What follows belongs to an exercise in optimizing a design on an open flow for small area; a production flow would make more cautious choices. RTL that was checked went through simulation tests only; none was proved equivalent to the original. Power figures rest on the tool's default switching activity, not on a simulated workload.

Setup of run A:
==> flow/design.v (excerpt) <==
module vb_sense (
    input  wire         clk,
    input  wire         rst,
    input  wire         enable,
    input  wire         tick,
    input  wire [5:0]   s_ls,
    input  wire         s_hs,
    input  wire         hs_en,
    input  wire [95:0]  sense_fs,
    input  wire [95:0]  i_oc,
    input  wire [15:0]  hs_fs,
    input  wire [15:0]  bank_oc,
    output wire [48:0]  f_code,
    output wire [5:0]   oc_fault,
    output wire         bank_oc_fault,
    output reg          meas_valid,
    output wire [101:0] meas_x
);
export LEC_CHECK = 0
export ABC_AREA = 1
export CAP_MARGIN = 20
export CORE_MARGIN = 2
export CORE_UTILIZATION = 40
export CTS_BUF_LIST = sky130_fd_sc_hd__clkbuf_4 sky130_fd_sc_hd__clkbuf_8
export PLACE_DENSITY = 0.6
export SLEW_MARGIN = 20
create_clock -name core_clock -period 15.0 [get_ports {clk}]
run.sh (not shown) runs the stock make flow with config.mk's settings and CLKGATE_MAP_FILE= SYNTH_SCRIPT=/design/flow/synth_recipe.tcl, a recipe that flattens the netlist after the stock synthesis.
#### Input delta (run B over run A)
# run A
export LEC_CHECK = 0
export ABC_AREA = 1
export CAP_MARGIN = 20
export CORE_MARGIN = 2
export CORE_UTILIZATION = 40
export CTS_BUF_LIST = sky130_fd_sc_hd__clkbuf_4 sky130_fd_sc_hd__clkbuf_8
export PLACE_DENSITY = 0.6
export SLEW_MARGIN = 20
create_clock -name core_clock -period 15.0 [get_ports {clk}]
# run B
export LEC_CHECK = 0
export CAP_MARGIN = 20
export CORE_MARGIN = 2
export CORE_UTILIZATION = 40
export PLACE_DENSITY = 0.6
export SLEW_MARGIN = 20
create_clock -name core_clock -period 15.0 [get_ports {clk}]
==> flow/flow/run.sh (new file) <==
#!/bin/bash
# The standard layout (standard.sh) with two changes: the ports are
# buffered by the smallest buffer (sky130_fd_sc_hd__buf_1), and clock tree
# synthesis uses larger sink clusters and no dummy loads.
# make's output goes to flow_make.log; each ORFS step logs under orfs/logs.
set -euo pipefail
bash standard.sh \
  "BUFFER_PORTS_ARGS=-buffer_cell sky130_fd_sc_hd__buf_1" \
  "CTS_ARGS=-sink_clustering_enable -repair_clock_nets -sink_clustering_size 35 -sink_clustering_max_diameter 80 -dont_use_dummy_load" \
  finish > flow_make.log 2>&1
==> flow/standard.sh (new file) <==
#!/bin/bash
# synth_recipe.tcl (not shown) runs the flow's synth.tcl, then flattens the netlist and writes it again
# the make line also repeats each setting of config.mk as NAME=value (left out here)
make -C /OpenROAD-flow-scripts/flow DESIGN_CONFIG=/design/flow/config.mk WORK_HOME=/design/flow/orfs CLKGATE_MAP_FILE= SYNTH_SCRIPT=/design/flow/synth_recipe.tcl "${@:-finish}"
removed: flow/run.sh
Results
Taking run A as the reference, in run B sum of net half-perimeters after detailed placement saw a decrease; wire length of the first global-routing pass saw a decrease; data arrival time of the worst path saw a decrease; count of standard-cell rows saw a decrease.
From run A to run B the numbers moved as follows: share of the cycle needed by the critical path after routing climbed 0.98 points; setup slack after layout went down 0.15 ns.
Run B reports its most frequent standard cell in the layout excluding fill and tap cells as sky130_fd_sc_hd__dfxtp_1 while run A reports sky130_fd_sc_hd__nand2_1.
#### Input delta (run C over run B)
# run B
export LEC_CHECK = 0
export CAP_MARGIN = 20
export CORE_MARGIN = 2
export CORE_UTILIZATION = 40
export PLACE_DENSITY = 0.6
export SLEW_MARGIN = 20
create_clock -name core_clock -period 15.0 [get_ports {clk}]
# run C
export LEC_CHECK = 0
export CAP_MARGIN = 20
export CORE_MARGIN = 2
export CORE_UTILIZATION = 40
export CTS_CLUSTER_DIAMETER = 60
export CTS_CLUSTER_SIZE = 30
export PLACE_DENSITY = 0.6
export SLEW_MARGIN = 20
create_clock -name core_clock -period 15.0 [get_ports {clk}]
==> flow/flow/run.sh <==
#!/bin/bash
# The standard layout (standard.sh), with the ports buffered by the
# smallest buffer (sky130_fd_sc_hd__buf_1) instead of the default choice.
# make's output goes to flow_make.log; each ORFS step logs under orfs/logs.
set -euo pipefail
bash standard.sh "BUFFER_PORTS_ARGS=-buffer_cell sky130_fd_sc_hd__buf_1" finish > flow_make.log 2>&1
--- outcome ---
- In the metrics for run B and run C, the one carrying the lower number of clock buffers in the layout is run B.
- Diff run B -> run C | post-layout instance area | up by a few percent
- Going from run B to run C, flip-flop and latch share of the layout cell area shrinks by 1.6 points.
- In the final design statistics, run C uses more standard cells in total than run B.
- Compared with run B, run C shows a higher switching power as a share of total power.
> inputs changed (run C -> run D)
# run C
export LEC_CHECK = 0
export CAP_MARGIN = 20
export CORE_MARGIN = 2
export CORE_UTILIZATION = 40
export CTS_CLUSTER_DIAMETER = 60
export CTS_CLUSTER_SIZE = 30
export PLACE_DENSITY = 0.6
export SLEW_MARGIN = 20
create_clock -name core_clock -period 15.0 [get_ports {clk}]
# run D
export LEC_CHECK = 0
export CAP_MARGIN = 20
export CORE_MARGIN = 2
export CORE_UTILIZATION = 40
export CTS_CLUSTER_DIAMETER = 80
export CTS_CLUSTER_SIZE = 25
export PLACE_DENSITY = 0.6
export SLEW_MARGIN = 20
create_clock -name core_clock -period 15.0 [get_ports {clk}]
Results
Run D against run C; length of routed met2 wiring is down slightly.
Top layer used by detailed routing = met4: run D; top layer used by detailed routing = met5: run C
Area of the die: run C vs run D identical
Going from run C to run D, switching component of the power down 0.21 mW; number of diodes fell 2; routed via count went down about 0.6%.
No run of this note included a check of the RTL's function; only the layout flow was run.

* * *

Another version of the RTL of vb_sense (not shown whole).
For scale: about 2700 cells after synthesis, ~770 flip-flops, about 400 I/O pins, roughly 32000 µm² of cells after synthesis.
==> flow/config.mk <==
export PLATFORM = sky130hd
export DESIGN_NAME = vb_sense
export DESIGN_NICKNAME = vb_sense
export VERILOG_FILES = /design/flow/design.v
export SDC_FILE = /design/flow/constraint.sdc
export NUM_CORES = 4
export LEC_CHECK = 0
export CAP_MARGIN = 20
export CORE_MARGIN = 2
export CORE_UTILIZATION = 55
export GPL_TIMING_DRIVEN = 0
export PLACE_DENSITY = 0.7
export SETUP_SLACK_MARGIN = 0.3
export SLEW_MARGIN = 20
==> flow/constraint.sdc <==
create_clock -name core_clock -period 15.0 [get_ports {clk}]
set_input_delay 3.0000 -clock core_clock [delete_from_list [all_inputs] [get_ports {clk}]]
set_output_delay 3.0000 -clock core_clock [all_outputs]
set_load 0.01 [all_outputs]
standard.sh (not shown) runs the stock make flow with config.mk's settings and CLKGATE_MAP_FILE= SYNTH_SCRIPT=/design/flow/synth_recipe.tcl, a recipe that flattens the netlist after the stock synthesis.
==> flow/flow/run.sh <==
#!/bin/bash
# The standard layout (standard.sh) with three changes:
#  - synthesis is synth_recipe.tcl with two changes to its combinational
#    logic optimisation, made by flow_synth.tcl written below: yosys synth
#    skips its generic abc pass (-noabc; the -nofsm -noshare of synth_recipe.tcl
#    stay), so the explicit full-adder chains of the RTL reach extract_fa
#    unchanged, and the technology-mapping abc call uses flow/area.script,
#    a deeper ABC script. Registers are mapped before abc and are untouched.
#  - the ports are buffered by the smallest buffer (sky130_fd_sc_hd__buf_1);
#  - clock tree synthesis uses larger sink clusters and no dummy loads.
# make's output goes to flow_make.log; each ORFS step logs under orfs/logs.
set -euo pipefail
WORK=$(pwd)
export VBS_ABC_SCRIPT=$WORK/flow/area.script
{
  cat <<'T'
proc abc {args} {
  set i [lsearch -exact $args -script]
  if {$i >= 0} { lset args [expr {$i + 1}] $::env(VBS_ABC_SCRIPT) }
  yosys abc {*}$args
}
T
  sed 's/yosys synth -nofsm -noshare {\*}\$args/yosys synth -nofsm -noshare -noabc {*}$args/' synth_recipe.tcl
} > flow_synth.tcl
grep -q -- '-noabc' flow_synth.tcl
bash standard.sh \
  "SYNTH_SCRIPT=$WORK/flow_synth.tcl" \
  "REMOVE_ABC_BUFFERS=1" \
  "BUFFER_PORTS_ARGS=-buffer_cell sky130_fd_sc_hd__buf_1" \
  "CTS_ARGS=-sink_clustering_enable -repair_clock_nets -sink_clustering_size 30 -sink_clustering_max_diameter 80 -dont_use_dummy_load" \
  finish > flow_make.log 2>&1
==> flow/flow/area.script <==
&get -n
&st
&deepsyn -T 20
&dch -f
&nf -R 1000
&st
&syn2
&dch -f
&nf -R 1000
&put
topo
Then changed:
--- a/flow/flow/run.sh
+++ b/flow/flow/run.sh
@@ -26,5 +26,4 @@
 bash standard.sh \
   "SYNTH_SCRIPT=$WORK/flow_synth.tcl" \
-  "REMOVE_ABC_BUFFERS=1" \
   "BUFFER_PORTS_ARGS=-buffer_cell sky130_fd_sc_hd__buf_1" \
   "CTS_ARGS=-sink_clustering_enable -repair_clock_nets -sink_clustering_size 30 -sink_clustering_max_diameter 80 -dont_use_dummy_load" \
CORE_UTILIZATION = 75   (was 55)
GPL_TIMING_DRIVEN = default   (was 0)
PLACE_DENSITY = 0.88   (was 0.7)
=>
- worst setup slack degrades by 56 ps
- hold slack improves by 32 ps
- final area came out lower by 1.4%
- flip-flop and latch count stays the same
- global-route usage rose by 13 points
- die area decreases by 26%
- routed wire length rose by 9.0%
- sequential power stays flat
- total power fell by 0.49%
- count of clock-buffer cells in the layout drops by 3
- combinational power stays flat
Then changed:
CAP_MARGIN = 5   (was 20)
CORE_UTILIZATION = 55   (was 75)
PLACE_DENSITY = 0.7   (was 0.88)
SLEW_MARGIN = 5   (was 20)
- design area came out higher by 0.81%
- power stays flat
- non-clock buffer count came out higher by 4
- synthesized cell count does not change
- final cell count came out higher by 5.3%
- combinational power came out lower by about 4%
- sequential share of layout area came out lower by 0.39 points
- first-iteration DRC count came out lower by 33%
- clock-buffer cell count came out higher by 2
- via count came out lower by 5.5%
Then changed:
CAP_MARGIN = 20   (was 5)
CORE_UTILIZATION = 65   (was 55)
PLACE_DENSITY = 0.8   (was 0.7)
SLEW_MARGIN = 20   (was 5)
Result:
- The changed run passed the timing, DRC and antenna checks
- synthesized area is unchanged
- via count increases by 1.3%
- combinational power hardly moves
- cell area is lower by 0.50%
Then changed:
CORE_UTILIZATION = 55   (was 65)
PLACE_DENSITY = 0.7   (was 0.8)
The changed run produced a clean layout. First-iteration DRC count went down by 18%. Non-clock buffer count went up by 5. Total power went up by 0.42%. Hold slack gets worse by 11 ps. Count of clock-buffer cells in the layout went up by 2. Combinational power barely changes. Core utilization went down by 11 points.

## port drivers added, routing unchanged
Ports are ideal in the flow. The routed layouts listed here were re-timed in OpenROAD.
Step 1: set_driving_cell puts a clkbuf_16 on clk and a buf_2 on each other input, an assumption about the parent block.
Step 2 times the ports against the registers' clock, not the clock port: input delays grow and output delays shrink by t, the midpoint of the rising clock arrivals with the driver on.
Slacks: no drivers / after step 1 / after step 2; pairs: no drivers / after step 1.
| run | shift t [ns] | setup WS [ns] | hold WS [ns] | latest minus earliest clock arrival (ns) |
|---|---|---|---|---|
| run A | 0.851 | 0.307 / 0.343 / -0.507 | 0.303 / 0.303 / 0.303 | 0.043 / 0.043 |
| run B | 0.652 | 0.160 / 0.198 / -0.454 | 0.309 / 0.309 / 0.309 | 0.151 / 0.151 |
| run C | 0.738 | 0.309 / 0.349 / -0.389 | 0.266 / 0.266 / 0.266 | 0.114 / 0.113 |
| run D | 0.679 | 0.218 / 0.256 / -0.423 | 0.320 / 0.320 / 0.320 | 0.044 / 0.044 |
| the first run of note 2 | 0.612 | 0.404 / 0.434 / -0.178 | 0.296 / 0.296 / 0.296 | 0.117 / 0.116 |
| the second run of note 2 | 0.610 | 0.348 / 0.373 / -0.237 | 0.328 / 0.328 / 0.328 | 0.070 / 0.070 |
| the third run of note 2 | 0.623 | 0.460 / 0.492 / -0.131 | 0.317 / 0.317 / 0.317 | 0.066 / 0.066 |
| the fourth run of note 2 | 0.611 | 0.355 / 0.385 / -0.227 | 0.328 / 0.328 / 0.328 | 0.062 / 0.063 |
| the fifth run of note 2 | 0.617 | 0.466 / 0.496 / -0.121 | 0.317 / 0.317 / 0.317 | 0.055 / 0.055 |
Met with ideal ports but missed after step 2: setup timing in every run listed. For run A, which loses most, drivers alone change the setup slack by +0.036 ns; drivers and shift together by -0.814 ns.
